Source: an optimization exercise on an open RTL-to-GDS flow (aim: small area, a short achievable clock period and few clock cycles per item). Production flows keep margins and buffers that such runs may drop.
Only simulation tests tie the RTL to the original design; equivalence was not proved.

==> flow/design.v, too long to show whole: its modules and the start of the top module <==
// module mul24_cs: 1674 lines
// module fp_mul_s1: 34 lines
// module fp_mul_s2: 47 lines
// module fp_add_s1: 47 lines
// module fp_add_s2: 64 lines
// module poly_stage: 132 lines
module poly_stage (
    input  wire        clk,
    input  wire        rst,         
    input  wire        in_valid,
    output wire        in_ready,
    input  wire [31:0] c0,
    input  wire [31:0] c1,
    input  wire [31:0] c2,
    input  wire [31:0] c3,
    input  wire [31:0] c4,
    input  wire [31:0] c5,
    input  wire [31:0] a,           
    input  wire        a_ok,        
    output reg         out_valid,
    output reg  [31:0] x,           
    output reg         x_ok,        
    output reg         num          
);
  // ...
==> flow/flow/run.sh <==
#!/bin/bash
# The standard layout, except that the port buffers are plain buf_1 cells
# rather than the delay buffers buffer_ports picks on its own.
set -euo pipefail
export BUFFER_PORTS_ARGS="-buffer_cell sky130_fd_sc_hd__buf_1"
bash standard.sh > standard.log 2>&1
==> flow/standard.sh <==
#!/bin/bash
# synth_recipe.tcl (not shown) runs the flow's synth.tcl, then flattens the netlist and writes it again
# the make line also repeats each setting of config.mk as NAME=value (left out here)
make -C /OpenROAD-flow-scripts/flow DESIGN_CONFIG=/design/flow/config.mk WORK_HOME=/design/flow/orfs CLKGATE_MAP_FILE= SYNTH_SCRIPT=/design/flow/synth_recipe.tcl "${@:-finish}"
==> flow/config.mk <==
export PLATFORM = sky130hd
export DESIGN_NAME = poly_stage
export DESIGN_NICKNAME = poly_stage
export VERILOG_FILES = /design/flow/design.v
export SDC_FILE = /design/flow/constraint.sdc
export NUM_CORES = 4
export LEC_CHECK = 0
export ABC_AREA = 1
export CAP_MARGIN = 20
export CORE_MARGIN = 2
export CORE_UTILIZATION = 40
export PLACE_DENSITY = 0.6
export SLEW_MARGIN = 20
==> flow/constraint.sdc <==
create_clock -name core_clock -period 35.0 [get_ports {clk}]
set_input_delay 7.0000 -clock core_clock [delete_from_list [all_inputs] [get_ports {clk}]]
set_output_delay 7.0000 -clock core_clock [all_outputs]
set_load 0.01 [all_outputs]
==> summary.txt, run 1 <==
Worst path max stage delay - 610 ps
Post-DRT Antenna Nets - 0
placed cells - 7,185
first-pass GRT wire length - 208,000 µm
Post-Route WL - 134,000 µm
Async S/R FF share, synth - 0%
Largest cell class - multi-input gates
NumNets Final - 6,403
Worst Setup End Kind - register
worst path required time - 35,550 ps
commonest non-fill, non-tap cells in the layout - 1,275 x nand2_1, 937 x dfxtp_1, 674 x inv_1
CTS buffer count - 93
FILL cells - 11,800
critical path class - register to register
Tot GR Track Use - 21.9%
top sig layer - met4
share of cells above drive strength 1 - 6.91%
status - finished clean
core area - 118,000 µm²
Synth area leader - dfxtp_1
arrival time worst endpoint - 9010 ps
Die Y - 348 µm
vias in the first global route - 36,600
biggest regs - e0_c: 160 flops, e1_c: 160 flops, e2_c: 160 flops
drt wl/cell - 18.2 µm
DR vias - 36,900
largest net degree at the start of global routing - 145
synthesized cell area - 47,300 µm²
residual DRC count - 0
met3 wire length - 7730 µm
hold_buf cts - 0
Final Instance Area - 53,000 µm²
crit path to - p1_ph[25]
Initial Util - 40.2%
Setup Skew - 58.9 ps
Testbench counts, summed over its fixed seeds: cycles 40,040, items 8,000.
==> module fp_mul_s1, before the edit <==
module fp_mul_s1 (
    input  wire [31:0] a,
    input  wire [31:0] b,
    output wire [25:0] ph,        
    output wire        pl,        
    output wire [8:0]  es,        
    output wire        sy,
    output wire        m_nan,
    output wire        m_inf,
    output wire        m_zero
);
    wire [7:0]  ea = a[30:23];
    wire [7:0]  eb = b[30:23];
    wire [22:0] fa = a[22:0];
    wire [22:0] fb = b[22:0];
    wire a_zero = (ea == 8'd0);
    wire b_zero = (eb == 8'd0);
    wire a_max  = (ea == 8'hFF);
    wire b_max  = (eb == 8'hFF);
    wire a_inf  = a_max && (fa == 23'd0);
    wire b_inf  = b_max && (fb == 23'd0);
    wire a_nan  = a_max && (fa != 23'd0);
    wire b_nan  = b_max && (fb != 23'd0);
    wire [47:0] ps, pc;
    mul24_cs u_mul (.x({1'b1, fa}), .m({1'b1, fb}), .s(ps), .c(pc));
    wire [47:0] prod = ps + pc;
    assign ph     = prod[47:22];
    assign pl     = |prod[21:0];
    assign es     = {1'b0, ea} + {1'b0, eb};
    assign sy     = a[31] ^ b[31];
    assign m_nan  = a_nan || b_nan || (a_inf && b_zero) || (a_zero && b_inf);
    assign m_inf  = a_inf || b_inf;
    assign m_zero = a_zero || b_zero;
endmodule
==> module fp_mul_s2, before the edit <==
module fp_mul_s2 (
    input  wire [25:0] ph,
    input  wire        pl,
    input  wire [8:0]  es,
    input  wire        sy,
    input  wire        m_nan,
    input  wire        m_inf,
    input  wire        m_zero,
    output reg  [31:0] y
);
    reg  [23:0] mant;
    reg         guard;
    reg         sticky;
    reg  signed [9:0] exp_n;
    reg  [24:0] mant_r;
    reg  signed [9:0] exp_r;
    always @(*) begin
        if (ph[25]) begin
            mant   = ph[25:2];
            guard  = ph[1];
            sticky = ph[0] | pl;
            exp_n  = $signed({1'b0, es}) - 10'sd126;
        end else begin
            mant   = ph[24:1];
            guard  = ph[0];
            sticky = pl;
            exp_n  = $signed({1'b0, es}) - 10'sd127;
        end
        mant_r = {1'b0, mant} + {24'd0, guard & (sticky | mant[0])};
        exp_r  = mant_r[24] ? exp_n + 10'sd1 : exp_n;
        if (m_nan) begin
            y = 32'h7FC00000;
        end else if (m_inf) begin
            y = {sy, 8'hFF, 23'd0};
        end else if (m_zero) begin
            y = {sy, 31'd0};
        end else if (exp_n < 10'sd1) begin
            y = {sy, 31'd0};
        end else if (exp_r > 10'sd254) begin
            y = {sy, 8'hFF, 23'd0};
        end else if (mant_r[24]) begin
            y = {sy, exp_r[7:0], mant_r[23:1]};
        end else begin
            y = {sy, exp_r[7:0], mant_r[22:0]};
        end
    end
endmodule
==> module poly_stage, before the edit <==
module poly_stage (
    input  wire        clk,
    input  wire        rst,         
    input  wire        in_valid,
    output wire        in_ready,
    input  wire [31:0] c0,
    input  wire [31:0] c1,
    input  wire [31:0] c2,
    input  wire [31:0] c3,
    input  wire [31:0] c4,
    input  wire [31:0] c5,
    input  wire [31:0] a,           
    input  wire        a_ok,        
    output reg         out_valid,
    output reg  [31:0] x,           
    output reg         x_ok,        
    output reg         num          
);
    reg [31:0]  e0_a, e1_a, e2_a, e3_a;
    reg [159:0] e0_c, e1_c, e2_c, e3_c;
    reg         e0_ok, e1_ok, e2_ok, e3_ok;
    reg         e0_v, e1_v, e2_v, e3_v;
    reg [2:0]   e0_st, e1_st, e2_st, e3_st;     
    reg         rdy;                     
    reg         nload;                   
    wire        load = !nload;
    wire e3_last = (e3_st == 3'd4);
    assign in_ready = rdy;
    reg  [31:0] y;                       
    wire [25:0] s1_ph;
    wire        s1_pl;
    wire [8:0]  s1_es;
    wire        s1_sy, s1_nan, s1_inf, s1_zero;
    fp_mul_s1 u_m1 (
        .a(y), .b(e0_a),
        .ph(s1_ph), .pl(s1_pl), .es(s1_es), .sy(s1_sy),
        .m_nan(s1_nan), .m_inf(s1_inf), .m_zero(s1_zero)
    );
    reg [25:0] p1_ph;
    reg        p1_pl;
    reg [8:0]  p1_es;
    reg        p1_sy, p1_nan, p1_inf, p1_zero;
    wire [31:0] s2_ya;
    fp_mul_s2 u_m2 (
        .ph(p1_ph), .pl(p1_pl), .es(p1_es), .sy(p1_sy),
        .m_nan(p1_nan), .m_inf(p1_inf), .m_zero(p1_zero),
        .y(s2_ya)
    );
    reg [31:0] p2_ya;
    wire [27:0] s3_sum;
    wire        s3_sp;
    wire [7:0]  s3_ep;
    wire        s3_knan, s3_kinf, s3_kzero, s3_ksign;
    fp_add_s1 u_a1 (
        .a(p2_ya), .b(e2_c[31:0]),
        .sum(s3_sum), .sp(s3_sp), .ep(s3_ep),
        .k_nan(s3_knan), .k_inf(s3_kinf), .k_zero(s3_kzero), .k_sign(s3_ksign)
    );
    reg [27:0] p3_sum;
    reg        p3_sp;
    reg [7:0]  p3_ep;
    reg        p3_knan, p3_kinf, p3_kzero, p3_ksign;
    wire [31:0] s4_y;
    wire        s4_finite;
    fp_add_s2 u_a2 (
        .sum(p3_sum), .sp(p3_sp), .ep(p3_ep),
        .k_nan(p3_knan), .k_inf(p3_kinf), .k_zero(p3_kzero), .k_sign(p3_ksign),
        .y(s4_y), .finite(s4_finite)
    );
    wire res_ok = e3_ok && s4_finite;
    always @(posedge clk) begin
        p1_ph   <= s1_ph;
        p1_pl   <= s1_pl;
        p1_es   <= s1_es;
        p1_sy   <= s1_sy;
        p1_nan  <= s1_nan;
        p1_inf  <= s1_inf;
        p1_zero <= s1_zero;
        p2_ya   <= s2_ya;
        p3_sum   <= s3_sum;
        p3_sp    <= s3_sp;
        p3_ep    <= s3_ep;
        p3_knan  <= s3_knan;
        p3_kinf  <= s3_kinf;
        p3_kzero <= s3_kzero;
        p3_ksign <= s3_ksign;
        y <= load ? c5 : s4_y;
        e1_a  <= e0_a;
        e1_c  <= e0_c;
        e1_ok <= e0_ok;
        e1_st <= e0_st;
        e2_a  <= e1_a;
        e2_c  <= e1_c;
        e2_ok <= e1_ok;
        e2_st <= e1_st;
        e3_a  <= e2_a;
        e3_c  <= {e2_c[159:128], e2_c[159:32]};
        e3_ok <= e2_ok;
        e3_st <= e2_st;
        if (load) begin
            e0_a  <= a;
            e0_c  <= {c0, c1, c2, c3, c4};
            e0_ok <= a_ok;
            e0_st <= 3'd0;
        end else begin
            e0_a  <= e3_a;
            e0_c  <= e3_c;
            e0_ok <= e3_ok;
            e0_st <= e3_st + 3'd1;
        end
        x    <= res_ok ? s4_y : 32'd0;
        x_ok <= res_ok;
        num  <= e3_ok && !s4_finite;
        if (rst) begin
            e0_v      <= 1'b0;
            e1_v      <= 1'b0;
            e2_v      <= 1'b0;
            e3_v      <= 1'b0;
            rdy       <= 1'b1;
            nload     <= 1'b0;
            out_valid <= 1'b0;
        end else begin
            e0_v      <= load ? in_valid : e3_v;
            e1_v      <= e0_v;
            e2_v      <= e1_v;
            e3_v      <= e2_v;
            rdy       <= !e2_v || (e2_st == 3'd4);
            nload     <= e2_v && (e2_st != 3'd4);
            out_valid <= e3_v && e3_last;
        end
    end
endmodule
==> run 2, diff against run 1 <==
--- a/flow/design.v
+++ b/flow/design.v
@@ -1677,3 +1677,5 @@
     input  wire [31:0] b,
-    output wire [25:0] ph,        
+    output wire [25:0] hs,
+    output wire [25:0] hc,
+    output wire        c22,
     output wire        pl,        
@@ -1699,5 +1701,7 @@
     mul24_cs u_mul (.x({1'b1, fa}), .m({1'b1, fb}), .s(ps), .c(pc));
-    wire [47:0] prod = ps + pc;
-    assign ph     = prod[47:22];
-    assign pl     = |prod[21:0];
+    wire [22:0] low = {1'b0, ps[21:0]} + {1'b0, pc[21:0]};
+    assign hs     = ps[47:22];
+    assign hc     = pc[47:22];
+    assign c22    = low[22];
+    assign pl     = |low[21:0];
     assign es     = {1'b0, ea} + {1'b0, eb};
@@ -1709,3 +1713,5 @@
 module fp_mul_s2 (
-    input  wire [25:0] ph,
+    input  wire [25:0] hs,
+    input  wire [25:0] hc,
+    input  wire        c22,
     input  wire        pl,
@@ -1718,2 +1724,3 @@
 );
+    wire [25:0] ph = hs + hc + {25'd0, c22};    
     reg  [23:0] mant;
@@ -1895,4 +1902,4 @@
     reg  [31:0] y;                       
-    wire [25:0] s1_ph;
-    wire        s1_pl;
+    wire [25:0] s1_hs, s1_hc;
+    wire        s1_c22, s1_pl;
     wire [8:0]  s1_es;
@@ -1901,7 +1908,7 @@
         .a(y), .b(e0_a),
-        .ph(s1_ph), .pl(s1_pl), .es(s1_es), .sy(s1_sy),
+        .hs(s1_hs), .hc(s1_hc), .c22(s1_c22), .pl(s1_pl), .es(s1_es), .sy(s1_sy),
         .m_nan(s1_nan), .m_inf(s1_inf), .m_zero(s1_zero)
     );
-    reg [25:0] p1_ph;
-    reg        p1_pl;
+    reg [25:0] p1_hs, p1_hc;
+    reg        p1_c22, p1_pl;
     reg [8:0]  p1_es;
@@ -1910,3 +1917,3 @@
     fp_mul_s2 u_m2 (
-        .ph(p1_ph), .pl(p1_pl), .es(p1_es), .sy(p1_sy),
+        .hs(p1_hs), .hc(p1_hc), .c22(p1_c22), .pl(p1_pl), .es(p1_es), .sy(p1_sy),
         .m_nan(p1_nan), .m_inf(p1_inf), .m_zero(p1_zero),
@@ -1937,3 +1944,5 @@
     always @(posedge clk) begin
-        p1_ph   <= s1_ph;
+        p1_hs   <= s1_hs;
+        p1_hc   <= s1_hc;
+        p1_c22  <= s1_c22;
         p1_pl   <= s1_pl;
==> run 2 against run 1 <==
Synthesized cell count increased by 1.0%. Count of clock-buffer cells in the layout increased by 13. Core utilization increased by 0.16 points. Via count increased by 1.7%. Sequential share of layout area increased by 0.75 points. Setup slack improved by 320 ps. Area after synthesis increased by 0.68%. Hold slack improved by 12 ps. Critical endpoint is now out_valid.
==> summary.txt, run 2 <==
Final GP Congestion - 0.964 (was 0.932)
Yosys warnings - 3 (unchanged)
I/O pin cnt - 264 (unchanged)
hold_buf cts - 0 (unchanged)
post-synthesis sequential area ratio - 40.6% (was 39.7%)
DP HPWL - 104,000 µm (was 102,000 µm)
Tmin final - 8140 ps (was 8460 ps)
root buffer cell - clkbuf_16 (unchanged)
RSZ-0062 raised after global routing - no (unchanged)
Post-DRT Antenna Nets - 0 (unchanged)
largest net degree at the start of global routing - 151 (was 145)
Setup Skew - 67.7 ps (was 58.9 ps)
Worst setup SP type - register (unchanged)
Final setup viols - 0 (unchanged)
arrival time worst endpoint - 1140 ps (was 9010 ps)
Synth top area share - 40.6% (was 39.7%)
Post-Synth XOR/XNOR Area - 7.75% (was 7.73%)
top post-synthesis cells by count - 1,352 x nand2_1, 965 x dfxtp_1, 657 x inv_1 (was 1,275 x nand2_1, 938 x dfxtp_1, 674 x inv_1)
setup TNS - 0 ps (unchanged)
Die Footprint - 122,000 µm² (was 121,000 µm²)
biggest regs - e0_c: 160 flops, e1_c: 160 flops, e2_c: 160 flops (unchanged)
Congestion Overflow GR - 0 (unchanged)
Tot GR Track Use - 22.8% (was 21.9%)
fin util - 45.2% (was 45.0%)
TritonCTS clock tree - built (unchanged)
Peak Freq - 123 MHz (was 118 MHz)
drt wl/cell - 18.8 µm (was 18.2 µm)
routed vias/inst - 5.06 (was 5.01)
first-pass GRT wire length - 216,000 µm (was 208,000 µm)
Worst Setup End Kind - output port (was register)
Seq cells post-synth - 965 (was 938)
largest cells by area after synthesis - dfxtp_1 41%, nand2_1 11%, fa_1 11% (was dfxtp_1 40%, fa_1 11%, nand2_1 10%)
simple-gate share of the synthesized area - 17.9% (was 18.7%)
core area - 118,000 µm² (about the same)
Max clock buf depth - 3 (unchanged)
Site Rows - 126 (unchanged)
synthesized cell area - 47,600 µm² (was 47,300 µm²)
FF/Latch Area - 19,300 µm² (was 18,800 µm²)
multi-input logic area - 24,500 µm² (was 24,700 µm²)
FILL cells - 11,700 (was 11,800)
Final Hold Vio Count - 0 (unchanged)
Synth area leader - dfxtp_1 (unchanged)
drt first pass iters - 7 (was 6)
Finished Layout Cells - 7,419 (was 7,366)
Initial Util - 40.3% (was 40.2%)
DR vias - 37,600 (was 36,900)
crit path cell chain - buf_1
H-tree Lvls - 3 (unchanged)
worst path required time - 28,000 ps (was 35,550 ps)
Hold Path Class - register to register (unchanged)
Adder-Cell Fraction of Synth Area - 15.3% (was 15.4%)
CTS buffer count - 96 (was 93)
Post-Syn Area per Cell - 8.45 µm² (was 8.48 µm²)
Async S/R FF share, synth - 0% (unchanged)
Die Y - 349 µm (was 348 µm)
Resize count post-CTS - 0 (unchanged)
initial antenna violation count - 9 (was 13)
Clk pin slew, worst setup/hold paths - 60 ps (about the same)
critical path class - register to output port (was register to register)
Worst slew margin - 17.8% (was 32.3%)
placed cells - 7,233 (was 7,185)
NumNets Final - 6,454 (was 6,403)
max-slew violations - 0 (unchanged)
cell family with most CP delay - flip-flops (was compound AO/OA/AOI/OAI gates)
most common cell after layout, fill and taps aside - nand2_1 (unchanged)
max cap viols - 0 (unchanged)
top-count cell post-synth - nand2_1 (unchanged)
Post-Synthesis Cells - 5,629 (was 5,572)
Distinct cells, synth - 66 (was 67)
clock sink count - 965 (was 938)
Mapped Nets - 6,288 (was 6,231)
final worst-path cycle share - 23.3% (was 24.2%)
die width - 349 µm (was 348 µm)
largest family of logic cells by synthesized area - simple AND/OR/NAND/NOR gates (unchanged)
Least-Margin Pin Slew - 1220 ps (was 1010 ps)
post-synthesis mux area share - 0.274% (was 0.447%)
Critical path buffers and inverters - 1 (was 5)
Synth Area in Compound Gates - 10.4% (was 10.1%)
EDFF count, synth - 0 (unchanged)
post-CTS setup buffer count - 0 (unchanged)
Primary FF master, synth - dfxtp_1 (unchanged)
commonest non-fill, non-tap cells in the layout - 1,351 x nand2_1, 964 x dfxtp_1, 656 x inv_1 (was 1,275 x nand2_1, 937 x dfxtp_1, 674 x inv_1)
residual DRC count - 0 (unchanged)
share of cells above drive strength 1 - 6.38% (was 6.91%)
crit-path max FO - 1 (was 23)
Post-Route WL - 139,000 µm (was 134,000 µm)
Worst path max stage delay - 310 ps (was 610 ps)
first-iteration detailed-routing DRC count - 2,844 (was 2,773)
critical path's slowest cell - dfxtp_1 (was clkinv_1)
vias in the first global route - 37,300 (was 36,600)
Area Overhead vs Synth - 12.2% (was 12.1%)
later-pin clock latency in the skew report - 690 ps (was 700 ps)
port bufs - 263 (unchanged)
status - finished clean (unchanged)
-- run 2: cell count changes in the layout (fill, tap and decap cells not counted), sizes merged, moves of 13 or more --
cell / previous run / this run
nand2: 1319 / 1376
nor2: 330 / 304
o21ai: 246 / 299
o211ai: 7 / 21
clkbuf: 114 / 127
o22ai: 297 / 266
inv: 705 / 680
dfxtp: 938 / 965
-- run 2: cell type report --
| cell class | instances | share of cell area [%] |
|---|---|---|
| repair buffers | 327 | 2.75 |
| clock inverters | 52 | 1.45 |
| diodes | 7 | 0.0328 |
| clock buffers | 127 | 5.11 |
| flip-flops and latches | 965 | 36.2 |
| inverters | 692 | 4.89 |
| well taps | 1536 | 3.60 |
| multi-input cells | 3713 | 46.0 |
-- run 2: final timing paths --
check	slack (ps)	cells past startpoint	from	to
max	26860	1	out_valid	out_valid
min	290	0	e2_c[117]	e3_c[85]
max reg2reg	27660	36	p1_hs[0]	p2_ya[8]
min reg2reg	290	0	e2_c[117]	e3_c[85]
-- run 2: routing by layer --
metal  routed length, µm  vias to the layer above  global-route usage (%)
met5                   0                        -                       0
met4                4500                        0                    8.15
met1               61800                    17800                    30.6
met2               63700                     1242                    37.0
li1                    -                    18300                       -
met3                9330                      259                    3.75
-- run 2: kinds of logic after synthesis --
family	count (synthesis)
xor gates and xnor gates	421
DFF	965
buffers and inverters	951
and+or+nand+nor	2001
muxes	13
AOI/OAI and AO/OA	847
adders and majority gates	431
-- run 2: through the flow --
step / cell area, µm² / worst slack, ps / hold slack, ps
floorplan: 47600 / 27550 / 310
global placement: 49900 / 27430 / 310
detailed placement: 49900 / 27440 / 312
CTS: 53400 / 26790 / 290
global route: 53400 / 26710 / 294
finish: 53400 / 26860 / 288
Testbench counts of run 2, summed over its fixed seeds: cycles 40,040, items 8,000.
==> run 3, diff against run 2 <==
--- a/flow/design.v
+++ b/flow/design.v
@@ -1892,3 +1892,4 @@
     reg [31:0]  e0_a, e1_a, e2_a, e3_a;
-    reg [159:0] e0_c, e1_c, e2_c, e3_c;
+    reg [127:0] e0_c, e1_c, e2_c, e3_c;
+    reg [31:0]  c4_r;                    
     reg         e0_ok, e1_ok, e2_ok, e3_ok;
@@ -1922,2 +1923,3 @@
     reg [31:0] p2_ya;
+    wire [31:0] s3_coef = (e2_st == 3'd0) ? c4_r : e2_c[31:0];
     wire [27:0] s3_sum;
@@ -1927,3 +1929,3 @@
     fp_add_s1 u_a1 (
-        .a(p2_ya), .b(e2_c[31:0]),
+        .a(p2_ya), .b(s3_coef),
         .sum(s3_sum), .sp(s3_sp), .ep(s3_ep),
@@ -1962,2 +1964,5 @@
         y <= load ? c5 : s4_y;
+        if (rdy) begin
+            c4_r <= c4;
+        end
         e1_a  <= e0_a;
@@ -1971,3 +1976,3 @@
         e3_a  <= e2_a;
-        e3_c  <= {e2_c[159:128], e2_c[159:32]};
+        e3_c  <= {e2_c[31:0], e2_c[127:32]};
         e3_ok <= e2_ok;
@@ -1976,3 +1981,3 @@
             e0_a  <= a;
-            e0_c  <= {c0, c1, c2, c3, c4};
+            e0_c  <= {c1, c2, c3, c0};
             e0_ok <= a_ok;
@@ -1993,3 +1998,3 @@
             e3_v      <= 1'b0;
-            rdy       <= 1'b1;
+            rdy       <= 1'b0;
             nload     <= 1'b0;
@@ -1997,3 +2002,3 @@
         end else begin
-            e0_v      <= load ? in_valid : e3_v;
+            e0_v      <= load ? in_valid : (e3_v && !e3_last);
             e1_v      <= e0_v;
@@ -2001,4 +2006,4 @@
             e3_v      <= e2_v;
-            rdy       <= !e2_v || (e2_st == 3'd4);
-            nload     <= e2_v && (e2_st != 3'd4);
+            rdy       <= load && in_valid;
+            nload     <= (e2_v && (e2_st != 3'd4)) || (load && in_valid);
             out_valid <= e3_v && e3_last;
==> run 3 against run 2 <==
Count of clock-buffer cells in the layout did not move. Sequential share of layout area shrank 0.93 points. Core utilization decreased by 0.29 points. Setup slack lost 450 ps. Hold slack hardly changed. Via count hardly changed. Global-route usage increased by 0.55 points.
==> summary.txt, run 3 <==
share of cells above drive strength 1 - 5.94% (was 6.38%)
launching point of the worst reg2reg path - e2_st[1] (was p1_hs[0])
Hold Path Class - register to register (unchanged)
root buffer cell - clkbuf_16 (unchanged)
DP HPWL - 106,000 µm (was 104,000 µm)
clock sink count - 901 (was 965)
hold_buf cts - 0 (unchanged)
later-pin clock latency in the skew report - 680 ps (was 690 ps)
initial antenna violation count - 6 (was 9)
Final setup viols - 0 (unchanged)
Final Hold Vio Count - 0 (unchanged)
Setup Skew - 56.0 ps (was 67.7 ps)
critical path's slowest cell - buf_4 (was dfxtp_1)
worst reg-to-reg setup slack - 26,700 ps (was 27,660 ps)
critical path class - register to output port (unchanged)
drt wl/cell - 19.2 µm (was 18.8 µm)
Post-DRT Antenna Nets - 0 (unchanged)
Congestion Overflow GR - 0 (unchanged)
largest net degree at the start of global routing - 118 (was 151)
FF-to-FF path depth - 31 (was 36)
post-CTS setup buffer count - 0 (unchanged)
top-count cell post-synth - nand2_1 (unchanged)
fin util - 44.9% (was 45.2%)
Peak Freq - 116 MHz (was 123 MHz)
post-synthesis sequential area ratio - 39.4% (was 40.6%)
Resize count post-CTS - 0 (unchanged)
Worst path max stage delay - 370 ps (was 310 ps)
DR vias - 37,500 (was 37,600)
die width - 345 µm (was 349 µm)
crit-path max FO - 33 (was 1)
Synth top area share - 37.3% (was 40.6%)
hold slack - 288 ps (about the same)
residual DRC count - 0 (unchanged)
port bufs - 263 (unchanged)
Final GP Congestion - 0.955 (was 0.964)
first-pass GRT wire length - 217,000 µm (was 216,000 µm)
Async S/R FF share, synth - 0% (unchanged)
Worst setup SP type - register (unchanged)
Primary FF master, synth - dfxtp_1 (unchanged)
cell family with most CP delay - buffers and inverters (was flip-flops)
core area - 116,000 µm² (was 118,000 µm²)
worst path required time - 28,000 ps (about the same)
top post-synthesis cells by count - 1,364 x nand2_1, 869 x dfxtp_1, 643 x inv_1 (was 1,352 x nand2_1, 965 x dfxtp_1, 657 x inv_1)
max-slew violations - 0 (unchanged)
Synth area leader - dfxtp_1 (unchanged)
Hold Path End - e1_c[107] (was e3_c[85])
I/O pin cnt - 264 (unchanged)
max cap viols - 0 (unchanged)
RSZ-0062 raised after global routing - no (unchanged)
most common cell after layout, fill and taps aside - nand2_1 (unchanged)
worst flop-to-flop path endpoint - p3_sum[23] (was p2_ya[8])
Clk pin slew, worst setup/hold paths - 60 ps (about the same)
Post-Place Cell Area - 49,000 µm² (was 49,900 µm²)
Site Rows - 125 (was 126)
CTS buffer count - 90 (was 96)
synthesized cell area - 46,600 µm² (was 47,600 µm²)
Post-Synthesis Cells - 5,597 (was 5,629)
H-tree Lvls - 3 (unchanged)
NumNets Final - 6,417 (was 6,454)
Tot GR Track Use - 23.3% (was 22.8%)
EDFF count, synth - 32 (was 0)
FILL cells - 11,500 (was 11,700)
final worst-path cycle share - 24.6% (was 23.3%)
Worst slew margin - 21.2% (was 17.8%)
largest cells by area after synthesis - dfxtp_1 37%, nand2_1 11%, fa_1 11% (was dfxtp_1 41%, nand2_1 11%, fa_1 11%)
commonest non-fill, non-tap cells in the layout - 1,362 x nand2_1, 868 x dfxtp_1, 642 x inv_1 (was 1,351 x nand2_1, 964 x dfxtp_1, 656 x inv_1)
status - finished clean (unchanged)
Mapped Nets - 6,256 (was 6,288)
Area Overhead vs Synth - 11.6% (was 12.2%)
Least-Margin Pin Slew - 1180 ps (was 1220 ps)
Die Footprint - 119,000 µm² (was 122,000 µm²)
Hold Crit Depth - 0 (unchanged)
Worst Setup End Kind - output port (unchanged)
arrival time worst endpoint - 1600 ps (was 1140 ps)
vias in the first global route - 36,800 (was 37,300)
Initial Util - 40.2% (was 40.3%)
setup TNS - 0 ps (unchanged)
Yosys warnings - 3 (unchanged)
Die Y - 345 µm (was 349 µm)
Seq cells post-synth - 901 (was 965)
worst hold start - e0_c[107] (was e2_c[117])
Post-Syn Area per Cell - 8.33 µm² (was 8.45 µm²)
Final Instance Area - 52,000 µm² (was 53,400 µm²)
Max clock buf depth - 3 (unchanged)
Distinct cells, synth - 64 (was 66)
crit path cell chain - buf_4 -> buf_1 (was buf_1)
routed vias/inst - 5.10 (was 5.06)
TritonCTS clock tree - built (unchanged)
Post-Route WL - 141,000 µm (was 139,000 µm)
Critical path buffers and inverters - 2 (was 1)
drt first pass iters - 7 (unchanged)
Tmin final - 8600 ps (was 8140 ps)
first-iteration detailed-routing DRC count - 3,047 (was 2,844)
==> run 3: worst reg2reg max path, delay by kind of cell, from the launching register on <==
| kind | cells | cell delay [ps] |
|---|---|---|
| simple gates | 16 | 2760 |
| xor+xnor | 3 | 1170 |
| buf+inv | 4 | 1320 |
| flops | 1 | 310 |
| compound gates | 6 | 1830 |
| fa+ha+maj | 2 | 880 |
==> run 3: layout make-up <==
| class | instances | area [µm²] | area share [%] |
|---|---|---|---|
| Multi-Input combinational cell | 3758 | 24600 | 47.3 |
| Sequential cell | 901 | 18400 | 35.3 |
| Clock buffer | 127 | 2600 | 5.00 |
| Inverter | 676 | 2540 | 4.88 |
| Tap cell | 1524 | 1910 | 3.66 |
| Timing Repair Buffer | 331 | 1520 | 2.92 |
| Clock inverter | 34 | 460 | 0.885 |
| Antenna cell | 7 | 17.5 | 0.0337 |
==> run 3: logic make-up after synthesis <==
family / after synthesis / synth area share (%)
AO/OA/AOI/OAI: 851 / 10.5
XOR/XNOR: 428 / 8.04
adder cells (fa/ha/maj): 431 / 15.6
buffers and inverters: 938 / 7.84
flip-flops: 901 / 39.4
multiplexers: 16 / 0.343
AND/OR/NAND/NOR: 2032 / 18.3
==> run 3: how the worst max path moves through the flow <==
stage	startpoint	endpoint	slack, ps	depth (start not counted)
final	rdy	in_ready	26400	2
after detailed placement	e2_st[1]	p3_sum[23]	26860	31
after global routing	e2_st[1]	p3_sum[23]	25760	31
after CTS	rdy	in_ready	26350	2
after floorplan	rdy	in_ready	26970	0
after global placement	e2_st[1]	p3_sum[17]	26790	31
==> run 3: layer usage <==
metal / track usage, % / part of all wire [%] / vias to the layer above
li1: - / - / 18200
met1: 32.0 / 45 / 17600
met2: 36.1 / 44 / 1421
met3: 5.02 / 7.7 / 299
met4: 8.46 / 3.6 / 6
met5: 0.120 / 0.028 / -
==> run 3: stage by stage <==
step	setup WS [ps]	cells
after global routing	25760	7353
final	26400	7358
after detailed placement	26860	7190
after CTS	26350	7351
after global placement	26790	7189
after floorplan	26970	5597
Testbench counts of run 3, summed over its fixed seeds: cycles 40,072, items 8,000.
==> module fp_add_s1, before the edit <==
module fp_add_s1 (
    input  wire [31:0] a,
    input  wire [31:0] b,
    output wire [27:0] sum,
    output wire        sp,
    output wire [7:0]  ep,
    output wire        k_nan,     
    output wire        k_inf,     
    output wire        k_zero,    
    output wire        k_sign
);
    wire        sa = a[31];
    wire        sb = b[31];
    wire [7:0]  ea = a[30:23];
    wire [7:0]  eb = b[30:23];
    wire [22:0] fa = a[22:0];
    wire [22:0] fb = b[22:0];
    wire a_zero = (ea == 8'd0);
    wire b_zero = (eb == 8'd0);
    wire a_inf  = (ea == 8'hFF) && (fa == 23'd0);
    wire b_inf  = (eb == 8'hFF) && (fb == 23'd0);
    wire a_nan  = (ea == 8'hFF) && (fa != 23'd0);
    wire b_nan  = (eb == 8'hFF) && (fb != 23'd0);
    wire [8:0]  dab  = {1'b0, ea} - {1'b0, eb};
    wire [8:0]  dba  = {1'b0, eb} - {1'b0, ea};
    wire        e_lt = dab[8];                  
    wire        e_eq = (ea == eb);
    wire        f_lt = (fa < fb);
    wire        swap = e_lt || (e_eq && f_lt);
    assign sp = swap ? sb : sa;
    assign ep = swap ? eb : ea;
    wire [22:0] fp = swap ? fb : fa;
    wire   sq = swap ? sa : sb;
    wire   subtract = sp ^ sq;
    wire [7:0]  diff = e_lt ? dba[7:0] : dab[7:0];
    wire [23:0] mx   = e_lt ? {1'b1, fa} : {1'b1, fb};
    wire [50:0] q_wide = {mx, 27'd0} >> diff;
    wire [26:0] q_sh = (diff > 8'd26) ? 27'd1 : {q_wide[50:25], |q_wide[24:0]};
    wire [26:0] q_eq = (e_eq && swap) ? {1'b1, fa, 3'b000} : q_sh;
    wire [26:0] q_al = (a_zero || b_zero) ? 27'd0 : q_eq;
    wire [27:0] mp28 = {1'b0, 1'b1, fp, 3'b000};
    assign sum = mp28 + ({1'b0, q_al} ^ {28{subtract}}) + {27'd0, subtract};
    assign k_nan  = a_nan || b_nan || (a_inf && b_inf && (sa != sb));
    assign k_inf  = a_inf || b_inf;
    assign k_zero = a_zero && b_zero;
    assign k_sign = a_inf ? sa : b_inf ? sb : (sa & sb);
endmodule
==> run 4, diff against run 3 <==
--- a/flow/design.v
+++ b/flow/design.v
@@ -1786,3 +1786,3 @@
     wire [8:0]  dab  = {1'b0, ea} - {1'b0, eb};
-    wire [8:0]  dba  = {1'b0, eb} - {1'b0, ea};
+    wire [7:0]  dba  = 8'd0 - dab[7:0];
     wire        e_lt = dab[8];                  
@@ -1796,3 +1796,3 @@
     wire   subtract = sp ^ sq;
-    wire [7:0]  diff = e_lt ? dba[7:0] : dab[7:0];
+    wire [7:0]  diff = e_lt ? dba : dab[7:0];
     wire [23:0] mx   = e_lt ? {1'b1, fa} : {1'b1, fb};
@@ -1893,3 +1893,3 @@
     reg [127:0] e0_c, e1_c, e2_c, e3_c;
-    reg [31:0]  c4_r;                    
+    reg [31:0]  coef;                    
     reg         e0_ok, e1_ok, e2_ok, e3_ok;
@@ -1897,2 +1897,3 @@
     reg [2:0]   e0_st, e1_st, e2_st, e3_st;     
+    reg         ld1;                     
     reg         rdy;                     
@@ -1923,3 +1924,2 @@
     reg [31:0] p2_ya;
-    wire [31:0] s3_coef = (e2_st == 3'd0) ? c4_r : e2_c[31:0];
     wire [27:0] s3_sum;
@@ -1929,3 +1929,3 @@
     fp_add_s1 u_a1 (
-        .a(p2_ya), .b(s3_coef),
+        .a(p2_ya), .b(coef),
         .sum(s3_sum), .sp(s3_sp), .ep(s3_ep),
@@ -1964,5 +1964,3 @@
         y <= load ? c5 : s4_y;
-        if (rdy) begin
-            c4_r <= c4;
-        end
+        coef <= (e1_st == 3'd0) ? c4 : e1_c[31:0];
         e1_a  <= e0_a;
@@ -1998,2 +1996,3 @@
             e3_v      <= 1'b0;
+            ld1       <= 1'b0;
             rdy       <= 1'b0;
@@ -2006,4 +2005,5 @@
             e3_v      <= e2_v;
-            rdy       <= load && in_valid;
-            nload     <= (e2_v && (e2_st != 3'd4)) || (load && in_valid);
+            ld1       <= load && in_valid;
+            rdy       <= ld1;
+            nload     <= (e2_v && (e2_st != 3'd4)) || (load && in_valid) || ld1;
             out_valid <= e3_v && e3_last;
==> run 4 against run 3 <==
Register-to-register slack improved by 600 ps. Largest cell class unchanged. Non-clock buffer count fell by 8. Still clean. Via count rose by 0.46%. Fmax grew 5.4%. Routed wire length rose by 0.67%. Highest routed layer unchanged. Setup slack better by 440 ps. Clock skew is 20 ps higher. Final area down 0.26%. Hold slack improved by 7.8 ps. Synthesized cell count fell by 1.1%.
==> summary.txt, run 4 <==
status - finished clean (unchanged)
core area - 115,000 µm² (was 116,000 µm²)
max cap viols - 0 (unchanged)
arrival time worst endpoint - 1150 ps (was 1600 ps)
Worst setup SP type - register (unchanged)
Final setup viols - 0 (unchanged)
Synth top area share - 39.0% (was 37.3%)
clock sink count - 902 (was 901)
die width - 344 µm (was 345 µm)
FILL cells - 11,400 (was 11,500)
most common cell after layout, fill and taps aside - nand2_1 (unchanged)
Die Footprint - 119,000 µm² (about the same)
Site Rows - 124 (was 125)
FF-to-FF path depth - 32 (was 31)
post-CTS setup buffer count - 0 (unchanged)
launching point of the worst reg2reg path - coef[23] (was e2_st[1])
Post-Synthesis Cells - 5,538 (was 5,597)
worst flop-to-flop path endpoint - p3_sum[27] (was p3_sum[23])
Post-Route WL - 142,000 µm (was 141,000 µm)
hold_buf cts - 0 (unchanged)
EDFF count, synth - 0 (was 32)
hold slack - 296 ps (was 288 ps)
Final Hold Vio Count - 0 (unchanged)
Crit. Startpoint - x[20] (was rdy)
Tot GR Track Use - 23.8% (was 23.3%)
H-tree Lvls - 3 (unchanged)
DP HPWL - 107,000 µm (was 106,000 µm)
first-pass GRT wire length - 216,000 µm (was 217,000 µm)
commonest non-fill, non-tap cells in the layout - 1,276 x nand2_1, 901 x dfxtp_1, 621 x inv_1 (was 1,362 x nand2_1, 868 x dfxtp_1, 642 x inv_1)
Critical path buffers and inverters - 1 (was 2)
largest cells by area after synthesis - dfxtp_1 39%, fa_1 11%, nand2_1 10% (was dfxtp_1 37%, nand2_1 11%, fa_1 11%)
Initial Util - 40.4% (was 40.2%)
first-iteration detailed-routing DRC count - 3,474 (was 3,047)
post-synthesis sequential area ratio - 39.0% (was 39.4%)
port bufs - 263 (unchanged)
top-count cell post-synth - nand2_1 (unchanged)
NumNets Final - 6,348 (was 6,417)
Worst path max stage delay - 340 ps (was 370 ps)
worst reg-to-reg setup slack - 27,300 ps (was 26,700 ps)
post-synthesis mux area share - 1.06% (was 0.343%)
critical path class - register to output port (unchanged)
share of cells above drive strength 1 - 6.45% (was 5.94%)
Area Overhead vs Synth - 12.0% (was 11.6%)
vias in the first global route - 36,700 (was 36,800)
worst path required time - 28,000 ps (about the same)
largest family of logic cells by synthesized area - simple AND/OR/NAND/NOR gates (unchanged)
DR vias - 37,700 (was 37,500)
Synth area leader - dfxtp_1 (unchanged)
final worst-path cycle share - 23.3% (was 24.6%)
Post-Syn Area per Cell - 8.37 µm² (was 8.33 µm²)
initial antenna violation count - 13 (was 6)
routed vias/inst - 5.17 (was 5.10)
Peak Freq - 123 MHz (was 116 MHz)
simple-gate share of the synthesized area - 18.7% (was 18.3%)
setup TNS - 0 ps (unchanged)
residual DRC count - 0 (unchanged)
I/O pin cnt - 264 (unchanged)
cell family with most CP delay - flip-flops (was buffers and inverters)
critical path's slowest cell - dfxtp_1 (was buf_4)
Yosys warnings - 3 (unchanged)
root buffer cell - clkbuf_16 (unchanged)
Final GP Congestion - 0.988 (was 0.955)
largest net degree at the start of global routing - 88 (was 118)
Seq cells post-synth - 902 (was 901)
drt wl/cell - 19.5 µm (was 19.2 µm)
crit path to - x[20] (was in_ready)
Die Y - 344 µm (was 345 µm)
crit-path max FO - 1 (was 33)
Congestion Overflow GR - 0 (unchanged)
Hold Path Class - register to register (unchanged)
Critical Path Stages - 1 (was 2)
Tmin final - 8150 ps (was 8600 ps)
Post-DRT Antenna Nets - 0 (unchanged)
Synth Area in Compound Gates - 10.2% (was 10.5%)
max-slew violations - 0 (unchanged)
crit path cell chain - buf_1 (was buf_4 -> buf_1)
Clk pin slew, worst setup/hold paths - 60 ps (about the same)
multi-input logic area - 24,700 µm² (was 24,600 µm²)
Post-Synth XOR/XNOR Area - 7.84% (was 8.04%)
Async S/R FF share, synth - 0% (unchanged)
Max clock buf depth - 3 (unchanged)
Least-Margin Pin Slew - 1120 ps (was 1180 ps)
later-pin clock latency in the skew report - 700 ps (was 680 ps)
FF/Latch Area - 18,100 µm² (was 18,400 µm²)
Setup Skew - 76.2 ps (was 56.0 ps)
Worst Setup End Kind - output port (unchanged)
Resize count post-CTS - 0 (unchanged)
drt first pass iters - 6 (was 7)
Adder-Cell Fraction of Synth Area - 15.5% (was 15.6%)
Mapped Nets - 6,191 (was 6,256)
CTS buffer count - 91 (was 90)
Primary FF master, synth - dfxtp_1 (unchanged)
top post-synthesis cells by count - 1,278 x nand2_1, 902 x dfxtp_1, 621 x inv_1 (was 1,364 x nand2_1, 869 x dfxtp_1, 643 x inv_1)
synthesized cell area - 46,300 µm² (was 46,600 µm²)
TritonCTS clock tree - built (unchanged)
Worst slew margin - 25.1% (was 21.2%)
Distinct cells, synth - 62 (was 64)
RSZ-0062 raised after global routing - no (unchanged)
run 4: changes by cell type after synthesis, sizes merged, moves of 18 or more:
cell,before,now
nand2,1388,1303
o21ai,337,287
nand3,154,188
dfxtp,869,902
edfxtp,32,0
mux2,0,32
inv,666,640
nor2,332,356
clkbuf,199,181
nand4,57,75
run 4: stage by stage:
step,setup WS [ps],cells,utilization [%],instance area (µm²)
2_1_floorplan,27550,5538,-,46300
3_3_place_gp,27420,7112,42.4,48600
3_5_place_dp,27430,7112,42.4,48600
4_1_cts,26780,7280,45.2,51900
5_1_grt,26660,7286,45.3,51900
6_report,26850,7286,45.3,51900
run 4: worst min-delay path by stage:
| stage | depth (start not counted) | end | startpoint |
|---|---|---|---|
| finish | 0 | e1_c[57] | e0_c[57] |
| floorplan | 0 | e1_c[0] | e0_c[0] |
| global route | 0 | e1_c[57] | e0_c[57] |
| detailed placement | 0 | e3_c[107] | e2_c[11] |
| global placement | 0 | e2_c[112] | e1_c[112] |
| CTS | 0 | e1_c[57] | e0_c[57] |
run 4: metal layers:
| metal | vias to the layer above | track usage (%) | share of wire (%) |
|---|---|---|---|
| met5 | - | 0.401 | 0.055 |
| met4 | 4 | 8.22 | 3.5 |
| met3 | 298 | 4.24 | 7.6 |
| met2 | 1530 | 37.6 | 44 |
| met1 | 17800 | 32.7 | 45 |
| li1 | 18100 | - | - |
run 4: layout make-up:
type,instances,share of cell area [%]
clock inverters,45,1.37
clock buffers,123,4.98
well taps,1512,3.64
inverters,653,4.74
multi-input cells,3724,47.7
flip-flops and latches,902,34.8
diodes,4,0.0193
repair buffers,323,2.80
run 4: cells by family after synthesis:
family                     count (synthesis)
adders and majority gates                425
DFF                                      902
buffers and inverters                    912
and+or+nand+nor                         2026
AOI/OAI and AO/OA                        813
xor gates and xnor gates                 415
muxes                                     45
Testbench counts of run 4, summed over its fixed seeds: cycles 40,088, items 8,000.
==> run 5, diff against run 4 <==
--- a/flow/config.mk
+++ b/flow/config.mk
@@ -11,2 +11,4 @@
 export CORE_UTILIZATION = 40
+export CTS_CLUSTER_DIAMETER = 100
+export CTS_CLUSTER_SIZE = 20
 export PLACE_DENSITY = 0.6
==> run 5 against run 4 <==
Still clean on timing, DRC and antenna. Setup slack got worse by 27 ps. Die area unchanged. Global-route usage decreased by 0.23 points. First-iteration DRC count is 2.3% lower. Hold slack better by 10 ps. Area after synthesis unchanged. Final area shrank 3.2%. Sequential share of layout area grew 1.1 points. Core utilization shrank 1.4 points. Critical endpoint unchanged. Highest routed layer unchanged.
==> summary.txt, run 5 <==
Synth area leader - dfxtp_1 (unchanged)
share of cells above drive strength 1 - 5.04% (was 6.45%)
post-synthesis mux area share - 1.06% (unchanged)
first-pass GRT wire length - 214,000 µm (was 216,000 µm)
Post-Synth XOR/XNOR Area - 7.84% (unchanged)
synthesized cell area - 46,300 µm² (unchanged)
setup TNS - 0 ps (unchanged)
max cap viols - 0 (unchanged)
Mapped Nets - 6,191 (unchanged)
Synth top area share - 39.0% (unchanged)
Final GP Congestion - 0.988 (unchanged)
Post-Route WL - 141,000 µm (was 142,000 µm)
Async S/R FF share, synth - 0% (unchanged)
Adder-Cell Fraction of Synth Area - 15.5% (unchanged)
Hold Path Class - register to register (unchanged)
arrival time worst endpoint - 1180 ps (was 1150 ps)
Post-DRT Antenna Nets - 0 (unchanged)
Initial Util - 40.4% (unchanged)
Post-Synthesis Cells - 5,538 (unchanged)
simple-gate share of the synthesized area - 18.7% (unchanged)
Die Y - 344 µm (unchanged)
Final Hold Vio Count - 0 (unchanged)
H-tree Lvls - 2 (was 3)
vias in the first global route - 36,300 (was 36,700)
die width - 344 µm (unchanged)
Post-Syn Area per Cell - 8.37 µm² (unchanged)
critical path's slowest cell - dfxtp_1 (unchanged)
NumNets Final - 6,312 (was 6,348)
max-slew violations - 0 (unchanged)
Congestion Overflow GR - 0 (unchanged)
DP HPWL - 107,000 µm (unchanged)
Peak Freq - 122 MHz (was 123 MHz)
status - finished clean (unchanged)
Primary FF master, synth - dfxtp_1 (unchanged)
Distinct cells, synth - 62 (unchanged)
drt wl/cell - 19.6 µm (was 19.5 µm)
post-CTS setup buffer count - 0 (unchanged)
FILL cells - 11,500 (was 11,400)
Die Footprint - 119,000 µm² (unchanged)
EDFF count, synth - 0 (unchanged)
Tmin final - 8180 ps (was 8150 ps)
Post-Place Cell Area - 48,600 µm² (unchanged)
FF/Latch Area - 18,100 µm² (unchanged)
Clk pin slew, worst setup/hold paths - 80 ps (was 60 ps)
largest net degree at the start of global routing - 88 (unchanged)
RSZ-0062 raised after global routing - no (unchanged)
clock sink count - 902 (unchanged)
Site Rows - 124 (unchanged)
Worst path max stage delay - 350 ps (was 340 ps)
Final setup viols - 0 (unchanged)
core area - 115,000 µm² (unchanged)
residual DRC count - 0 (unchanged)
Worst Setup End Kind - output port (unchanged)
largest family of logic cells by synthesized area - simple AND/OR/NAND/NOR gates (unchanged)
crit-path max FO - 1 (unchanged)
root buffer cell - clkbuf_16 (unchanged)
first-iteration detailed-routing DRC count - 3,395 (was 3,474)
Setup Skew - 41.7 ps (was 76.2 ps)
Seq cells post-synth - 902 (unchanged)
DR vias - 37,300 (was 37,700)
I/O pin cnt - 264 (unchanged)
largest cells by area after synthesis - dfxtp_1 39%, fa_1 11%, nand2_1 10% (unchanged)
port bufs - 263 (unchanged)
routed vias/inst - 5.19 (was 5.17)
worst reg-to-reg setup slack - 27,360 ps (was 27,300 ps)
Synth Area in Compound Gates - 10.2% (unchanged)
multi-input logic area - 24,700 µm² (unchanged)
critical path class - register to output port (unchanged)
top post-synthesis cells by count - 1,278 x nand2_1, 902 x dfxtp_1, 621 x inv_1 (unchanged)
most common cell after layout, fill and taps aside - nand2_1 (unchanged)
hold_buf cts - 0 (unchanged)
Least-Margin Pin Slew - 1160 ps (was 1120 ps)
Final Instance Area - 50,300 µm² (was 51,900 µm²)
post-synthesis sequential area ratio - 39.0% (unchanged)
Area Overhead vs Synth - 8.47% (was 12.0%)
top-count cell post-synth - nand2_1 (unchanged)
Critical path buffers and inverters - 1 (unchanged)
final worst-path cycle share - 23.4% (was 23.3%)
drt first pass iters - 6 (unchanged)
Max clock buf depth - 3 (unchanged)
Worst slew margin - 22.7% (was 25.1%)
crit path cell chain - buf_1 (unchanged)
TritonCTS clock tree - built (unchanged)
worst path required time - 28,000 ps (about the same)
cell family with most CP delay - flip-flops (unchanged)
Resize count post-CTS - 0 (unchanged)
commonest non-fill, non-tap cells in the layout - 1,276 x nand2_1, 901 x dfxtp_1, 621 x inv_1 (unchanged)
later-pin clock latency in the skew report - 690 ps (was 700 ps)
initial antenna violation count - 13 (unchanged)
CTS buffer count - 56 (was 91)
Worst setup SP type - register (unchanged)
Yosys warnings - 3 (unchanged)
Tot GR Track Use - 23.5% (was 23.8%)
==> run 5: changes by cell type in the layout (fill, tap and decap cells not counted), sizes merged <==
cell / delta
clkbuf: -64
bufinv: -9
clkinv: -13
clkinvlp: -7
diode: +1
inv: -3
buf: -1
==> run 5: cell families after synthesis <==
| logic type | Yosys count |
|---|---|
| buffers and inverters | 912 |
| AOI/OAI and AO/OA | 813 |
| adders and majority gates | 425 |
| DFF | 902 |
| muxes | 45 |
| and+or+nand+nor | 2026 |
| xor gates and xnor gates | 415 |
==> run 5: final cells by class <==
| class | count | area share, % |
|---|---|---|
| multi-input combinational | 3724 | 49.2 |
| sequential | 902 | 35.9 |
| inverter | 653 | 4.89 |
| tap | 1512 | 3.76 |
| timing repair buffer | 322 | 2.86 |
| clock buffer | 59 | 2.83 |
| clock inverter | 13 | 0.503 |
| antenna | 5 | 0.0249 |
==> run 5: worst paths after layout <==
kind / cells after the start / start / end
max: 1 / x[20] / x[20]
min reg2reg: 0 / e0_c[92] / e1_c[92]
min: 0 / e0_c[92] / e1_c[92]
max reg2reg: 32 / coef[23] / p3_sum[27]
==> run 5: per-layer routing <==
metal  global-route usage (%)  vias to the layer above  part of all wire, %
met2                     37.3                     1455                   44
met4                     7.69                        4                  3.5
met1                     32.6                    17600                   45
met5                    0.401                        -                0.055
li1                         -                    18000                    -
met3                     3.88                      280                  7.2
==> run 5: worst register-to-register path, delay by kind of cell (launching register included) <==
family / cells / cell delay, ps
and+or+nand+nor: 16 / 2220
AOI/OAI and AO/OA: 10 / 2130
buffers and inverters: 3 / 1290
adders and majority gates: 2 / 1220
DFF: 1 / 430
xor gates and xnor gates: 1 / 190
==> run 5: per-stage QoR <==
stage	hold WS (ps)	std cells	setup slack, ps	util, %
6_report	306	7190	26820	43.8
5_1_grt	304	7190	26710	43.8
4_1_cts	317	7184	26770	43.8
3_5_place_dp	312	7112	27430	42.4
3_3_place_gp	310	7112	27420	42.4
2_1_floorplan	310	5538	27550	-
==> run 6, diff against run 5 <==
--- a/flow/config.mk
+++ b/flow/config.mk
@@ -11,4 +11,4 @@
 export CORE_UTILIZATION = 40
-export CTS_CLUSTER_DIAMETER = 100
-export CTS_CLUSTER_SIZE = 20
+export CTS_CLUSTER_DIAMETER = 110
+export CTS_CLUSTER_SIZE = 28
 export PLACE_DENSITY = 0.6
==> run 6 against run 5 <==
Flip-flop and latch count unchanged. Die area unchanged. Routed wire length about the same. Clock skew increased by 15 ps. Fmax increased by 0.14%. Area after synthesis unchanged. Critical path depth unchanged. First-iteration DRC count decreased by 1.8%. Final area decreased by 0.67%. Highest routed layer unchanged.
==> summary.txt, run 6 <==
Critical Path Stages - 1 (unchanged)
setup TNS - 0 ps (unchanged)
Worst setup SP type - register (unchanged)
largest net degree at the start of global routing - 88 (unchanged)
TritonCTS clock tree - built (unchanged)
drt wl/cell - 19.7 µm (was 19.6 µm)
H-tree Lvls - 2 (unchanged)
root buffer cell - clkbuf_16 (unchanged)
first-pass GRT wire length - 214,000 µm (about the same)
Congestion Overflow GR - 0 (unchanged)
largest cells by area after synthesis - dfxtp_1 39%, fa_1 11%, nand2_1 10% (unchanged)
Distinct cells, synth - 62 (unchanged)
Synth area leader - dfxtp_1 (unchanged)
DP HPWL - 107,000 µm (unchanged)
EDFF count, synth - 0 (unchanged)
Post-Synthesis Cells - 5,538 (unchanged)
Final Hold Vio Count - 0 (unchanged)
FF-to-FF path depth - 32 (unchanged)
FF/Latch Area - 18,100 µm² (unchanged)
initial antenna violation count - 14 (was 13)
Worst path max stage delay - 360 ps (was 350 ps)
hold_buf cts - 0 (unchanged)
status - finished clean (unchanged)
later-pin clock latency in the skew report - 690 ps (about the same)
top-count cell post-synth - nand2_1 (unchanged)
Area Overhead vs Synth - 7.75% (was 8.47%)
Post-Syn Area per Cell - 8.37 µm² (unchanged)
share of cells above drive strength 1 - 4.81% (was 5.04%)
die width - 344 µm (unchanged)
vias in the first global route - 36,100 (was 36,300)
Die Y - 344 µm (unchanged)
synthesized cell area - 46,300 µm² (unchanged)
Max clock buf depth - 3 (unchanged)
Synth top area share - 39.0% (unchanged)
commonest non-fill, non-tap cells in the layout - 1,276 x nand2_1, 901 x dfxtp_1, 621 x inv_1 (unchanged)
I/O pin cnt - 264 (unchanged)
core area - 115,000 µm² (unchanged)
Crit. Startpoint - x[20] (unchanged)
cell family with most CP delay - flip-flops (unchanged)
crit path cell chain - buf_1 (unchanged)
launching point of the worst reg2reg path - coef[23] (unchanged)
arrival time worst endpoint - 1170 ps (was 1180 ps)
final worst-path cycle share - 23.3% (was 23.4%)
residual DRC count - 0 (unchanged)
post-CTS setup buffer count - 0 (unchanged)
multi-input logic area - 24,700 µm² (unchanged)
Post-DRT Antenna Nets - 0 (unchanged)
Final GP Congestion - 0.988 (unchanged)
Worst slew margin - 24.1% (was 22.7%)
crit path to - x[20] (unchanged)
routed vias/inst - 5.18 (was 5.19)
Yosys warnings - 3 (unchanged)
Post-Route WL - 141,000 µm (about the same)
Die Footprint - 119,000 µm² (unchanged)
Finished Layout Cells - 7,177 (was 7,190)
placed cells - 7,112 (unchanged)
crit-path max FO - 1 (unchanged)
Async S/R FF share, synth - 0% (unchanged)
max-slew violations - 0 (unchanged)
worst reg-to-reg setup slack - 27,510 ps (was 27,360 ps)
worst path required time - 28,000 ps (about the same)
Peak Freq - 122 MHz (about the same)
DR vias - 37,200 (was 37,300)
Mapped Nets - 6,191 (unchanged)
Clk pin slew, worst setup/hold paths - 100 ps (was 80 ps)
pre-CTS setup slack - 27,430 ps (unchanged)
Worst Setup End Kind - output port (unchanged)
first-iteration detailed-routing DRC count - 3,335 (was 3,395)
hold slack - 300 ps (was 306 ps)
critical path's slowest cell - dfxtp_1 (unchanged)
Least-Margin Pin Slew - 1140 ps (was 1160 ps)
Initial Util - 40.4% (unchanged)
Critical path buffers and inverters - 1 (unchanged)
critical path class - register to output port (unchanged)
FILL cells - 11,500 (about the same)
max cap viols - 0 (unchanged)
Hold Path Class - register to register (unchanged)
Tot GR Track Use - 23.5% (about the same)
drt first pass iters - 7 (was 6)
NumNets Final - 6,298 (was 6,312)
Final setup viols - 0 (unchanged)
worst flop-to-flop path endpoint - p3_sum[27] (unchanged)
setup ws final - 26,830 ps (was 26,820 ps)
Setup Skew - 56.6 ps (was 41.7 ps)
Resize count post-CTS - 0 (unchanged)
most common cell after layout, fill and taps aside - nand2_1 (unchanged)
RSZ-0062 raised after global routing - no (unchanged)
clock sink count - 902 (unchanged)
Tmin final - 8170 ps (was 8180 ps)
top post-synthesis cells by count - 1,278 x nand2_1, 902 x dfxtp_1, 621 x inv_1 (unchanged)
Site Rows - 124 (unchanged)
port bufs - 263 (unchanged)
Seq cells post-synth - 902 (unchanged)
Primary FF master, synth - dfxtp_1 (unchanged)
CTS buffer count - 42 (was 56)
post-synthesis sequential area ratio - 39.0% (unchanged)
## run 6: logic make-up after synthesis
group,share of synthesized area [%]
AO/OA/AOI/OAI,10.2
XOR/XNOR,7.84
adder cells (fa/ha/maj),15.5
buffers and inverters,7.70
flip-flops,39.0
multiplexers,1.06
AND/OR/NAND/NOR,18.7
## run 6: worst min path at each step
| stage | start | end | slack [ps] | cells after the start |
|---|---|---|---|---|
| after global routing | e0_c[21] | e1_c[21] | 310 | 0 |
| after floorplan | e0_c[0] | e1_c[0] | 310 | 0 |
| after global placement | e1_c[112] | e2_c[112] | 310 | 0 |
| final | e2_c[69] | e3_c[37] | 300 | 0 |
| after detailed placement | e2_c[11] | e3_c[107] | 310 | 0 |
| after CTS | e2_c[69] | e3_c[37] | 310 | 0 |
## run 6: cell type report
cell class,count,area share [%]
multi-input cells,3724,49.5
flip-flops and latches,902,36.2
inverters,653,4.92
well taps,1512,3.79
repair buffers,322,2.88
clock buffers,44,2.12
clock inverters,14,0.559
diodes,6,0.0301
## run 6: worst reg2reg max path: cells and delay by family (launching register included)
kind,cells,cell delay [ps]
flip-flops,1,440
AND/OR/NAND/NOR,16,2190
XOR/XNOR,1,190
AO/OA/AOI/OAI,10,2100
buffers and inverters,3,1250
adder cells (fa/ha/maj),2,1230
## run 6: per-stage QoR
stage	utilization (%)	cell area (µm²)
2_1_floorplan	-	46300
3_3_place_gp	42.4	48600
3_5_place_dp	42.4	48600
4_1_cts	43.5	49900
5_1_grt	43.6	49900
6_report	43.6	49900
## run 6: routing by layer
layer	part of all wire, %	vias to the layer above	GRT usage [%]
li1	-	17900	-
met1	45	17600	32.5
met2	44	1452	37.4
met3	7.6	256	4.11
met4	3.3	2	7.36
met5	0.0092	-	0
==> run 7, diff against run 6 <==
--- a/flow/config.mk
+++ b/flow/config.mk
@@ -10,6 +10,4 @@
 export CORE_MARGIN = 2
-export CORE_UTILIZATION = 40
-export CTS_CLUSTER_DIAMETER = 110
-export CTS_CLUSTER_SIZE = 28
-export PLACE_DENSITY = 0.6
+export CORE_UTILIZATION = 50
+export PLACE_DENSITY = 0.65
 export SLEW_MARGIN = 20
==> run 7 against run 6 <==
Global-route usage is 5.3 points higher. Die area down 20%. Critical path depth stayed put. Core utilization up 12 points. Still clean on timing, DRC and antenna.
==> summary.txt, run 7 <==
status - finished clean (unchanged)
Congestion Overflow GR - 0 (unchanged)
Yosys warnings - 3 (unchanged)
first-pass GRT wire length - 211,000 µm (was 214,000 µm)
Final setup viols - 0 (unchanged)
synthesized cell area - 46,300 µm² (unchanged)
critical path's slowest cell - dfxtp_1 (unchanged)
Initial Util - 50.5% (was 40.4%)
largest net degree at the start of global routing - 87 (was 88)
later-pin clock latency in the skew report - 680 ps (was 690 ps)
Site Rows - 111 (was 124)
critical path class - register to output port (unchanged)
post-synthesis sequential area ratio - 39.0% (unchanged)
final worst-path cycle share - 23.2% (was 23.3%)
drt first pass iters - 7 (unchanged)
Hold Path Class - register to register (unchanged)
max-slew violations - 0 (unchanged)
NumNets Final - 6,341 (was 6,298)
worst reg-to-reg setup slack - 27,320 ps (was 27,510 ps)
residual DRC count - 0 (unchanged)
root buffer cell - clkbuf_16 (unchanged)
Worst setup SP type - register (unchanged)
TritonCTS clock tree - built (unchanged)
crit path cell chain - buf_1 (unchanged)
Clk pin slew, worst setup/hold paths - 60 ps (was 100 ps)
Seq cells post-synth - 902 (unchanged)
Primary FF master, synth - dfxtp_1 (unchanged)
Critical path buffers and inverters - 1 (unchanged)
FILL cells - 8,484 (was 11,500)
post-CTS setup buffer count - 0 (unchanged)
Worst path max stage delay - 320 ps (was 360 ps)
Worst Setup End Kind - output port (unchanged)
RSZ-0062 raised after global routing - no (unchanged)
FF-to-FF path depth - 21 (was 32)
most common cell after layout, fill and taps aside - nand2_1 (unchanged)
Resize count post-CTS - 0 (unchanged)
Post-Route WL - 138,000 µm (was 141,000 µm)
crit-path max FO - 1 (unchanged)
I/O pin cnt - 264 (unchanged)
routed vias/inst - 5.37 (was 5.18)
Die Y - 308 µm (was 344 µm)
Async S/R FF share, synth - 0% (unchanged)
Worst slew margin - 28.7% (was 24.1%)
commonest non-fill, non-tap cells in the layout - 1,277 x nand2_1, 901 x dfxtp_1, 621 x inv_1 (was 1,276 x nand2_1, 901 x dfxtp_1, 621 x inv_1)
Final Hold Vio Count - 0 (unchanged)
Setup Skew - 48.8 ps (was 56.6 ps)
max cap viols - 0 (unchanged)
Synth area leader - dfxtp_1 (unchanged)
worst hold start - e2_c[65] (was e2_c[69])
Distinct cells, synth - 62 (unchanged)
top-count cell post-synth - nand2_1 (unchanged)
Max clock buf depth - 3 (unchanged)
initial antenna violation count - 9 (was 14)
core area - 91,800 µm² (was 115,000 µm²)
Peak Freq - 123 MHz (was 122 MHz)
Area Overhead vs Synth - 11.0% (was 7.75%)
hold_buf cts - 0 (unchanged)
Post-Syn Area per Cell - 8.37 µm² (unchanged)
worst flop-to-flop path endpoint - p3_sum[26] (was p3_sum[27])
die width - 308 µm (was 344 µm)
cell family with most CP delay - flip-flops (unchanged)
drt wl/cell - 19.6 µm (was 19.7 µm)
Final GP Congestion - 0.975 (was 0.988)
Tot GR Track Use - 28.9% (was 23.5%)
Hold Path End - e3_c[33] (was e3_c[37])
Tmin final - 8120 ps (was 8170 ps)
clock sink count - 902 (unchanged)
worst path required time - 28,000 ps (about the same)
H-tree Lvls - 3 (was 2)
setup TNS - 0 ps (unchanged)
first-iteration detailed-routing DRC count - 3,394 (was 3,335)
top post-synthesis cells by count - 1,278 x nand2_1, 902 x dfxtp_1, 621 x inv_1 (unchanged)
port bufs - 263 (unchanged)
Synth top area share - 39.0% (unchanged)
vias in the first global route - 36,000 (was 36,100)
Hold Crit Depth - 0 (unchanged)
Post-DRT Antenna Nets - 0 (unchanged)
Post-Synthesis Cells - 5,538 (unchanged)
Least-Margin Pin Slew - 1070 ps (was 1140 ps)
share of cells above drive strength 1 - 6.18% (was 4.81%)
largest cells by area after synthesis - dfxtp_1 39%, fa_1 11%, nand2_1 10% (unchanged)
CTS buffer count - 89 (was 42)
arrival time worst endpoint - 1120 ps (was 1170 ps)
EDFF count, synth - 0 (unchanged)
launching point of the worst reg2reg path - coef[23] (unchanged)
DP HPWL - 103,000 µm (was 107,000 µm)
Die Footprint - 95,100 µm² (was 119,000 µm²)
DR vias - 37,600 (was 37,200)
Mapped Nets - 6,191 (unchanged)
==> run 7: changes by cell type in the layout (fill, tap and decap cells not counted), sizes merged <==
cell,change
clkinv,+7
clkinvlp,+3
buf,-4
bufinv,+12
inv,+2
diode,-2
clkbuf,+83
==> run 7: stage by stage <==
| stage | area [µm²] | instances | setup slack (ps) | util [%] | hold slack, ps |
|---|---|---|---|---|---|
| after floorplan | 46300 | 5538 | 27550 | - | 310 |
| after global placement | 48200 | 6840 | 27440 | 52.5 | 310 |
| after detailed placement | 48200 | 6840 | 27450 | 52.5 | 312 |
| after CTS | 51400 | 7005 | 26830 | 56.0 | 282 |
| after global routing | 51400 | 7008 | 26720 | 56.0 | 293 |
| final | 51400 | 7009 | 26880 | 56.0 | 291 |
==> run 7: logic make-up (layout without fill, tap and decap cells) <==
kind of cell	count (synthesis)	in the layout	synth area share [%]
AO/OA/AOI/OAI	813	813	10.2
XOR/XNOR	415	415	7.84
adder cells (fa/ha/maj)	425	425	15.5
buffers and inverters	912	1136	7.70
flip-flops	902	902	39.0
multiplexers	45	45	1.06
other	0	4	0
AND/OR/NAND/NOR	2026	2026	18.7
==> run 7: per-layer routing <==
metal	share of wire, %	track usage, %	wire length, µm
met5	0.020	0	27
met4	4.0	11.0	5570
met3	7.9	5.17	10900
met2	45	45.9	61600
met1	43	39.1	59600
==> run 7: cell type report <==
type                    instances  area [µm²]  share of cell area (%)
diodes                          4        10.0                  0.0195
well taps                    1243        1560                    3.02
flip-flops and latches        902       18100                    35.1
repair buffers                318        1400                    2.72
clock buffers                 127        2540                    4.94
clock inverters                38         672                    1.31
inverters                     653        2460                    4.78
multi-input cells            3724       24700                    48.1
==> run 7: worst register-to-register path, delay by kind of cell (launching register included) <==
kind	cells	cell delay (ps)
compound gates	5	1260
simple gates	10	3660
xor+xnor	1	160
buf+inv	3	840
flops	1	420
fa+ha+maj	2	1190
==> run 7: worst max-delay path by stage <==
stage	startpoint	to	slack, ps	cells after the start
global route	coef[23]	p3_sum[26]	26720	21
detailed placement	c5[29]	y[29]	27450	4
floorplan	c5[23]	y[23]	27550	3
CTS	x[20]	x[20]	26830	1
global placement	c5[23]	y[23]	27440	4
finish	x[7]	x[7]	26880	1

==> static timing again, ports no longer ideal <==
The results above use ideal ports. As a check the final layouts listed here were re-extracted and re-timed, cells and wires unchanged. Step 1: set_driving_cell puts a clkbuf_16 on clk and a buf_2 on each other input, an assumption about the parent block. Step 2, shift: input delay + t, output delay - t, t = (earliest + latest rising clock arrival at the registers) / 2. This alone moves slack from input paths to output paths. Three values: no drivers, after step 1, after step 2; two values: the first two.
run | t (ns) | setup WS [ns] | hold WS [ns]
run 1 | 0.738 | 26.538 / 26.538 / 26.538 | 0.276 / 0.276 / 0.276
run 2 | 0.748 | 26.856 / 26.784 / 27.390 | 0.288 / 0.288 / 0.288
run 3 | 0.744 | 26.404 / 26.328 / 26.696 | 0.288 / 0.288 / 0.288
run 4 | 0.736 | 26.846 / 26.773 / 27.296 | 0.296 / 0.296 / 0.296
run 5 | 0.748 | 26.819 / 26.744 / 27.360 | 0.306 / 0.306 / 0.306
run 6 | 0.738 | 26.831 / 26.751 / 27.423 | 0.300 / 0.300 / 0.300
run 7 | 0.727 | 26.880 / 26.813 / 27.318 | 0.291 / 0.291 / 0.291
After both steps every run listed still meets setup and hold.
